This design comes from an exercise in tuning for small area and a short achievable clock period on the open sky130 flow, not from production work. No run shown here included a check of the RTL's function; only the layout flow was run. Power figures rest on the tool's default switching activity, not on a simulated workload.

==> flow/design.v, too long to show whole: its modules and the start of the top module <==
// module fmul36_fa: 10 lines
// module fmul36_fa1: 9 lines
// module fmul36_ha: 9 lines
// module fmul36: 1339 lines
module fmul36 (
    input  wire        clk,
    input  wire        rst,
    input  wire        in_valid,
    input  wire [35:0] a,
    input  wire [35:0] b,
    input  wire [2:0]  rm,
    input  wire        ftz,
    output reg         out_valid,
    output reg  [35:0] result,
    output reg         iv,
    output reg         of,
    output reg         uf,
    output reg         nx
);
  // ...
==> flow/flow/run.sh <==
#!/bin/bash
# The standard layout (bash standard.sh: the standard synthesis and ORFS
# from floorplan to finish), with every port buffered by buf_2 instead of
# the buffer buffer_ports picks by default.
set -euo pipefail
export BUFFER_PORTS_ARGS="-buffer_cell sky130_fd_sc_hd__buf_2"
bash standard.sh > standard.log 2>&1
==> flow/standard.sh <==
#!/bin/bash
# synth_recipe.tcl (not shown) runs the flow's synth.tcl, then flattens the netlist and writes it again
# the make line also repeats each setting of config.mk as NAME=value (left out here)
make -C /OpenROAD-flow-scripts/flow DESIGN_CONFIG=/design/flow/config.mk WORK_HOME=/design/flow/orfs CLKGATE_MAP_FILE= SYNTH_SCRIPT=/design/flow/synth_recipe.tcl "${@:-finish}"
==> flow/config.mk <==
export PLATFORM = sky130hd
export DESIGN_NAME = fmul36
export DESIGN_NICKNAME = fmul36
export VERILOG_FILES = /design/flow/design.v
export SDC_FILE = /design/flow/constraint.sdc
export NUM_CORES = 4
export LEC_CHECK = 0
export CAP_MARGIN = 20
export CORE_MARGIN = 2
export CORE_UTILIZATION = 40
export CTS_CLUSTER_DIAMETER = 100
export CTS_CLUSTER_SIZE = 24
export SLEW_MARGIN = 60
export SYNTH_HIERARCHICAL = 1
export SYNTH_MINIMUM_KEEP_SIZE = 0
==> flow/constraint.sdc <==
create_clock -name core_clock -period 16.5 [get_ports {clk}]
set_input_delay 3.3000 -clock core_clock [delete_from_list [all_inputs] [get_ports {clk}]]
set_output_delay 3.3000 -clock core_clock [all_outputs]
set_load 0.01 [all_outputs]
==> run_results.csv, run 1 <==
group,metric,value,unit
status,run_status,"complete, no violations",
sta,fin_tns_setup,0,ps
worst_setup_path,reg2regPathDepth,9,
sta,finalSetupViolCount,0,
sta,slew_headroom,59.15,%
clock_tree,cts-root-buf,"clkbuf_16",
sta,skew,14.96,ps
synthesis,synth_area_leader_cell,"dfxtp_1",
synthesis,synthXorXnorAreaFrac,12.93,%
clock_tree,clockBufferDepth,3,
synthesis,synth_warnings,7,
flow_run,drv_cap,0,
layout,seq_cells,402,
global_route,grt_max_degree,62,
synthesis,synth-compound-area-share,16.02,%
worst_setup_path,crit_cells,6,
power,seqPwrFrac,21.9,%
worst_setup_path,rr_startpoint,"a1[25]",
clock_tree,worst_skew_pair.late_latency,590,ps
hold_path,min-delay-start,"rc2[1]",
layout,largestRegisters,"csa_r x54, csb_r x53, w3 x37",
power,total_power,7132,uW
worst_setup_path,critPathTopFamily,"simple AND/OR/NAND/NOR gates",
route,wl_met3,10150,um
global_route,grt_pass1_wl,147500,um
layout,final_area,33850,sq um
power,pg_seq,1560,uW
layout,final_nets,3767,
worst_setup_path,cp_slowest_cell,"nor4_2",
==> run 2: changes to the inputs <==
--- a/flow/design.v
+++ b/flow/design.v
@@ -41,18 +41,16 @@
     output reg         uf,
     output reg         nx
 );
     reg        v1;
     reg [35:0] a1;           
     reg [9:0]  b1;           
     reg        az1, bz1;     
     reg        ah1;          
-    reg        bnz1, bq1;    
-    reg [4:0]  bms1, btr1;   
     reg [2:0]  rm1;
     reg        ftz1;
     reg [13:0] bone1, btwo1;     
     reg [12:0] bneg1;
     function automatic [4:0] pos32(input [31:0] x, input hi);
         reg [15:0] v1; reg [15:0] p1;
         reg [7:0]  v2; reg [15:0] p2;
         reg [3:0]  v3; reg [11:0] p3;
@@ -87,35 +85,26 @@
     wire [28:0] bxi = {1'b0, b[34:26] != 9'd0, b[25:0], 1'b0};
     reg  [13:0] bone_i, btwo_i, bneg_i;
     integer bk;
     always @(*) begin
         for (bk = 0; bk < 14; bk = bk + 1) begin
             bone_i[bk] = bxi[2 * bk + 1] ^ bxi[2 * bk];
             btwo_i[bk] = (bxi[2 * bk + 2] & !bxi[2 * bk + 1] & !bxi[2 * bk]) |
                          (!bxi[2 * bk + 2] & bxi[2 * bk + 1] & bxi[2 * bk]);
-            bneg_i[bk] = bxi[2 * bk + 2] & !(bxi[2 * bk + 1] & bxi[2 * bk]);
+            bneg_i[bk] = bxi[2 * bk + 2];
         end
     end
-    reg [25:0] brev;
-    integer br;
-    always @(*)
-        for (br = 0; br < 26; br = br + 1)
-            brev[br] = b[25 - br];
     always @(posedge clk) begin
         if (rst)
             v1 <= 1'b0;
         else
             v1 <= in_valid;
         a1   <= {a[35:27], a[26] | (a[34:26] == 9'd0), ~a[25:0]};
         b1   <= {b[35:27], b[26] | (b[34:26] == 9'd0)};
-        bnz1 <= (b[25:0] != 26'd0);
-        bq1  <= b[25];
-        bms1 <= pos32({6'd0, b[25:0]}, 1'b1);
-        btr1 <= pos32({6'd0, brev}, 1'b1);
         az1  <= (a[34:26] == 9'd0);
         ah1  <= (a[34:26] != 9'd0);
         bz1  <= (b[34:26] == 9'd0);
         rm1  <= rm;
         ftz1 <= ftz;
         bone1 <= bone_i;
         btwo1 <= btwo_i;
         bneg1 <= bneg_i[12:0];
@@ -126,48 +115,62 @@
     wire [8:0]  eb = b1[8:0];
     wire [25:0] fan = a1[25:0];
     wire [25:0] fa = ~fan;
     wire a_sub  = az1;
     wire b_sub  = bz1;
     wire a_max  = (ea == 9'h1FF);
     wire b_max  = (eb == 9'h1FF);
     wire a_fnz  = (fa != 26'd0);
-    wire b_fnz  = bnz1;
+    wire [25:0] fb;
+    genvar gf;
+    generate
+        for (gf = 0; gf < 13; gf = gf + 1) begin : g_fb
+            assign fb[2 * gf + 1] = bneg1[gf];
+            if (gf == 0) begin : g_f0
+                assign fb[0] = bone1[0];
+            end else begin : g_fk
+                assign fb[2 * gf] = bone1[gf] ^ bneg1[gf - 1];
+            end
+        end
+    endgenerate
+    wire b_fnz  = (fb != 26'd0);
     wire a_nan  = a_max & a_fnz;
     wire b_nan  = b_max & b_fnz;
     wire a_inf  = a_max & !a_fnz;
     wire b_inf  = b_max & !b_fnz;
     wire a_zero = a_sub & (!a_fnz | ftz1);
     wire b_zero = b_sub & (!b_fnz | ftz1);
     wire inv0   = (a_inf & b_zero) | (b_inf & a_zero);
     wire s      = sa ^ sb;
     wire sp     = a_nan | b_nan | a_inf | b_inf | a_zero | b_zero;
     wire sp_nan = a_nan | b_nan | inv0;
     wire sp_inf = a_inf | b_inf;
-    wire sp_iv  = (a_nan & !fa[25]) | (b_nan & !bq1) | inv0;
+    wire sp_iv  = (a_nan & !fa[25]) | (b_nan & !fb[25]) | inv0;
     wire [1:0] spc = {sp_nan, sp_nan ? sp_iv : sp_inf};
     wire       sr  = s & !sp_nan;
     reg [1:0] rc;
     reg       ovf_inf;
     always @(*) begin
         case (rm1)
             3'd0:    begin rc = 2'd2;             ovf_inf = 1'b1; end
             3'd1:    begin rc = 2'd0;             ovf_inf = 1'b0; end
             3'd2:    begin rc = {1'b0, !s};       ovf_inf = !s;   end
             3'd3:    begin rc = {1'b0, s};        ovf_inf = s;    end
             3'd4:    begin rc = 2'd3;             ovf_inf = 1'b1; end
             default: begin rc = 2'd3;             ovf_inf = 1'b0; end
         endcase
     end
     wire [26:0] ma = {!a_sub, fa};
     wire [4:0] msa = pos32({5'd0, ma}, 1'b1);
-    wire [4:0] msb = b_sub ? bms1 : 5'd26;
+    wire [4:0] bms = pos32({6'd0, fb}, 1'b1);
+    wire [4:0] btz = pos32({6'd0, fb}, 1'b0);
+    wire [4:0] msb = b_sub ? bms : 5'd26;
     wire [4:0] tza = pos32({5'd0, ma}, 1'b0);
-    wire [4:0] tzb = b_fnz ? 5'd25 - btr1 : 5'd26;
+    wire [4:0] tzb = b_fnz ? btz : 5'd26;
     wire [9:0] xa = {1'b0, ea};
     wire [9:0] xb = {1'b0, eb};
     wire [9:0] xs = xa + xb;
     wire [5:0] tzs = {1'b0, tza} + {1'b0, tzb};
     wire [4:0]  k0   = a_sub ? msa : msb;
     wire [8:0]  eo   = a_sub ? eb : ea;
     wire [4:0]  th   = 5'd25 - eo[4:0];
     wire        eo_mid = eo[8] & (eo[7:0] <= 8'd25);
==> run 2 against run 1 <==
Effect of this change:
- still clean on timing, DRC and antenna
- register-to-register slack lost 110 ps
- global-route usage grew 0.50 points
- non-clock buffer count shrank 4
- flip-flop and latch count shrank 12
- final area shrank 1.9%
- core utilization shrank 0.47 points
- highest routed layer is now met4
==> run_results.csv, run 2 <==
group,metric,value,unit
clock_tree,cts-root-buf,"clkbuf_16",
sta,drv_slew,0,
synthesis,synth_nets,3723,
layout,final_util,43.07,%
layout,final_common_cell,"xnor2_1",
synthesis,async_flop_share,0,%
synthesis,yosys-top-cells-count,"xnor2_1, dfxtp_1, o22ai_1",
layout,top_register,"csa_r",
sta,post-route-min-period,4542,ps
worst_setup_path,slowest_delay,610,ps
floorplan,rows,102,
layout,area_growth,7.242,%
layout,fillCellCount,7504,
worst_setup_path,start_kind,"flop",
layout,final_nets,3676,
power,p_per_area,206.5,nW/um^2
sta,whs,326.1,ps
synthesis,ys.flop_type,"dfxtp_1",
clock_tree,htreeDepth,1,
synthesis,netlist_area,30960,sq um
synthesis,synth_area_leader_cell,"dfxtp_1",
power,total_power,6857,uW
global_route,grt_pass1_vias,24120,
hold_path,hold_class,"reg -> reg",
synthesis,synth_top_area_share,25.22,%
placement,port_buffers,119,
worst_setup_path,cp_max_fo,8,
route,route.detailed.drc,0,
synthesis,avgSynthCellArea,9.742,sq um
placement,dpl_cell_area,32460,sq um
route,vias,24310,
route,dr.pass1.iters,5,
layout,largest_reg_flops,54,
sta,fin_tns_setup,0,ps
clock_tree,tritoncts,"yes",
clock_tree,clockBufferDepth,3,
layout,final_area,33200,sq um
worst_setup_path,critPathKind,"reg -> reg",
synthesis,synthTopCellsByArea,"dfxtp_1, fa_1, xnor2_1",
sta,post-route-period-util,27.53,%
sta,finalSetupViolCount,0,
worst_setup_path,cp.required,16980,ps
synthesis,synthCells,3178,
floorplan,core_area,77080,sq um
flow_run,drv_cap,0,
route,wirelength,96160,um
power,vdd_drop_max,0.1098,mV
layout,mostFrequentLayoutCells,"xnor2_1, dfxtp_1, o22ai_1, fa_1, nand2_1",
floorplan,io_pins,120,
synthesis,ys_types,81,
floorplan,die_w,282.2,um
placement,gp_congestion,0.9782,
layout,largestRegisters,"csa_r x54, csb_r x53, w3 x37",
placement,hpwl,68480,um
global_route,grt_pass1_wl,145300,um
worst_setup_path,crit_chain,"xnor2_1 -> o31ai_1 -> a21oi_1 -> o31ai_1 -> o21ai_0 -> o21ai_1 -> a21oi_1 -> or4_1 -> a41oi_1 -> ha_1 -> nand4_1 -> a211oi_1 -> nor3_1 -> a2bb2oi_2 -> mux2_1",
worst_setup_path,cp_slowest_cell,"dfxtp_1",
clock_tree,clkTransAtPathRegs,90,ps
status,run_status,"complete, no violations",
route,avgRoutedWirePerCell,23.01,um
worst_setup_path,critPathCaptureType,"flop",
layout,diodes,0,
synthesis,synth.most_common_cell,"xnor2_1",
synthesis,synth_warnings,7,
clock_tree,ctsResizeCount,0,
global_route,grt-ovfl-total,0,
floorplan,dieArea,79640,sq um
clock_tree,holdBufCountCts,0,
sta,rsz0062_at_grt,"no",
floorplan,fp.dieH,282.2,um
floorplan,initial_core_util,40.16,%
layout,drive_gt1_share,10.16,%
global_route,antenna_found_initial,1,
worst_setup_path,critPathArrivalTime,5020,ps
clock_tree,cts_setup_buffers,0,
clock_tree,cts.sinks,390,
sta,max_freq,0.2202,GHz
power,cellLeakagePower,0.01289,uW
clock_tree,worst_skew_pair.late_latency,610,ps
synthesis,synth-edff-count,0,
sta,skew,38.60,ps
global_route,grt_max_degree,42,
sta,slew_headroom,53.79,%
synthesis,ys_ff_latch,390,
global_route,grtUsageTotal,23.88,%
synthesis,synth_seq_area_share,25.22,%
clock_tree,cts_buffers,23,
route,drt_iter0_markers,2457,
worst_setup_path,rrSetupSlack,11960,ps
sta,worstMarginPinSlew,687.4,ps
route,avgViaCountPerCell,5.817,
sta,final_hold_viol_count,0,
route,antenna_left,0,
-- run 2: cell types whose count changed in the layout (fill, tap and decap cells not counted), sizes merged, moves of 9 or more --
cell,delta
inv,-9
nor3,-13
ha,-13
xor2,+12
nand2,-15
o211ai,-13
dfxtp,-12
a211oi,+9
nor2,-27
xnor2,+16
a21oi,+13
-- run 2: cells by family (layout without fill, tap and decap cells) --
kind of cell	count (synthesis)	in the layout	synth area share, %
buf+inv	408	369	4.999
flops	390	390	25.22
mux	119	119	4.728
simple gates	513	513	8.156
fa+ha+maj	466	466	26.74
other cells	1	1	0.01211
xor+xnor	493	493	13.95
compound gates	788	788	16.20
-- run 2: routing by layer --
metal	part of all wire [%]	wire [um]	up-vias	global-route usage [%]
li1	-	-	11000	-
met1	41	39420	11780	31.74
met2	44	42210	1266	37.51
met3	9.8	9414	269	4.576
met4	5.3	5113	0	11.25
met5	0	0	-	0
-- run 2: layout make-up --
type / instances / area [sq um] / share of cell area (%)
Multi-Input combinational cell: 2380 / 21700 / 65.35
Tap cell: 1040 / 1301 / 3.919
Clock inverter: 8 / 126.4 / 0.3806
Timing Repair Buffer: 163 / 930.9 / 2.804
Clock buffer: 25 / 593.1 / 1.786
Sequential cell: 390 / 7864 / 23.68
Inverter: 173 / 690.7 / 2.080
-- run 2: through the flow --
stage,setup WS [ps],std cells
floorplan,12170,3178
global placement,11780,4143
detailed placement,12080,4145
CTS,12060,4178
global route,11830,4179
finish,11960,4179
-- run 2: critical path, delay by kind of cell (launching register included) --
family	cells	cell delay, ps
flops	1	610
compound gates	9	2180
fa+ha+maj	1	320
mux	1	360
simple gates	3	830
xor+xnor	1	130
-- run 2: power by group --
part / leakage (uW) / switching, uW / internal (uW) / total, uW
sequential: 0.00328 / 212 / 1340 / 1550
clock: 0.000351 / 345 / 273 / 618
combinational: 0.00926 / 2700 / 1990 / 4690
total: 0.0129 / 3260 / 3600 / 6860
-- run 2: final timing paths --
check                              start       end  depth (start not counted)
worst max-delay path            bneg1[0]    ks2[2]                         15
worst min-delay path            ovf_inf2  ovf_inf3                          0
worst max register to register  bneg1[0]    ks2[2]                         15
worst min register to register  ovf_inf2  ovf_inf3                          0
-- run 2: modules after synthesis (local to each module, per instance) --
module / area, sq um / copies in the design
fmul36: 23980 / 1
fmul36_fa: 20.02 / 317
fmul36_fa1: 27.53 / 8
fmul36_ha: 12.51 / 33

static timing again, ports no longer ideal:
In the flow no input, the clock included, has a driving cell. The finished layouts below were timed again as built, in two steps. Step 1 (the two cells are an assumption about what drives the block):
set clk [get_ports {clk}]
set_driving_cell -lib_cell sky130_fd_sc_hd__clkbuf_16 $clk
set_driving_cell -lib_cell sky130_fd_sc_hd__buf_2 [delete_from_list [all_inputs] $clk]
Step 2 adds t to the input delays and takes it off the output delays; t is the mean of the earliest and latest rising clock arrival at the registers after step 1. Input paths then give back, and output paths get back, about the clock's delay inside the block. Slacks: ideal ports / drivers / drivers and shift; pairs: ideal ports / drivers.
run	t, ns	setup slack, ns	cell pins on the clock port's net
run 1	0.655	12.064 / 12.059 / 11.456	1
run 2	0.651	11.958 / 11.958 / 11.958	1
After both steps setup and hold are still met in every run listed. For run 1, which loses most, drivers alone change the setup slack by -0.005 ns; drivers and shift together by -0.608 ns.
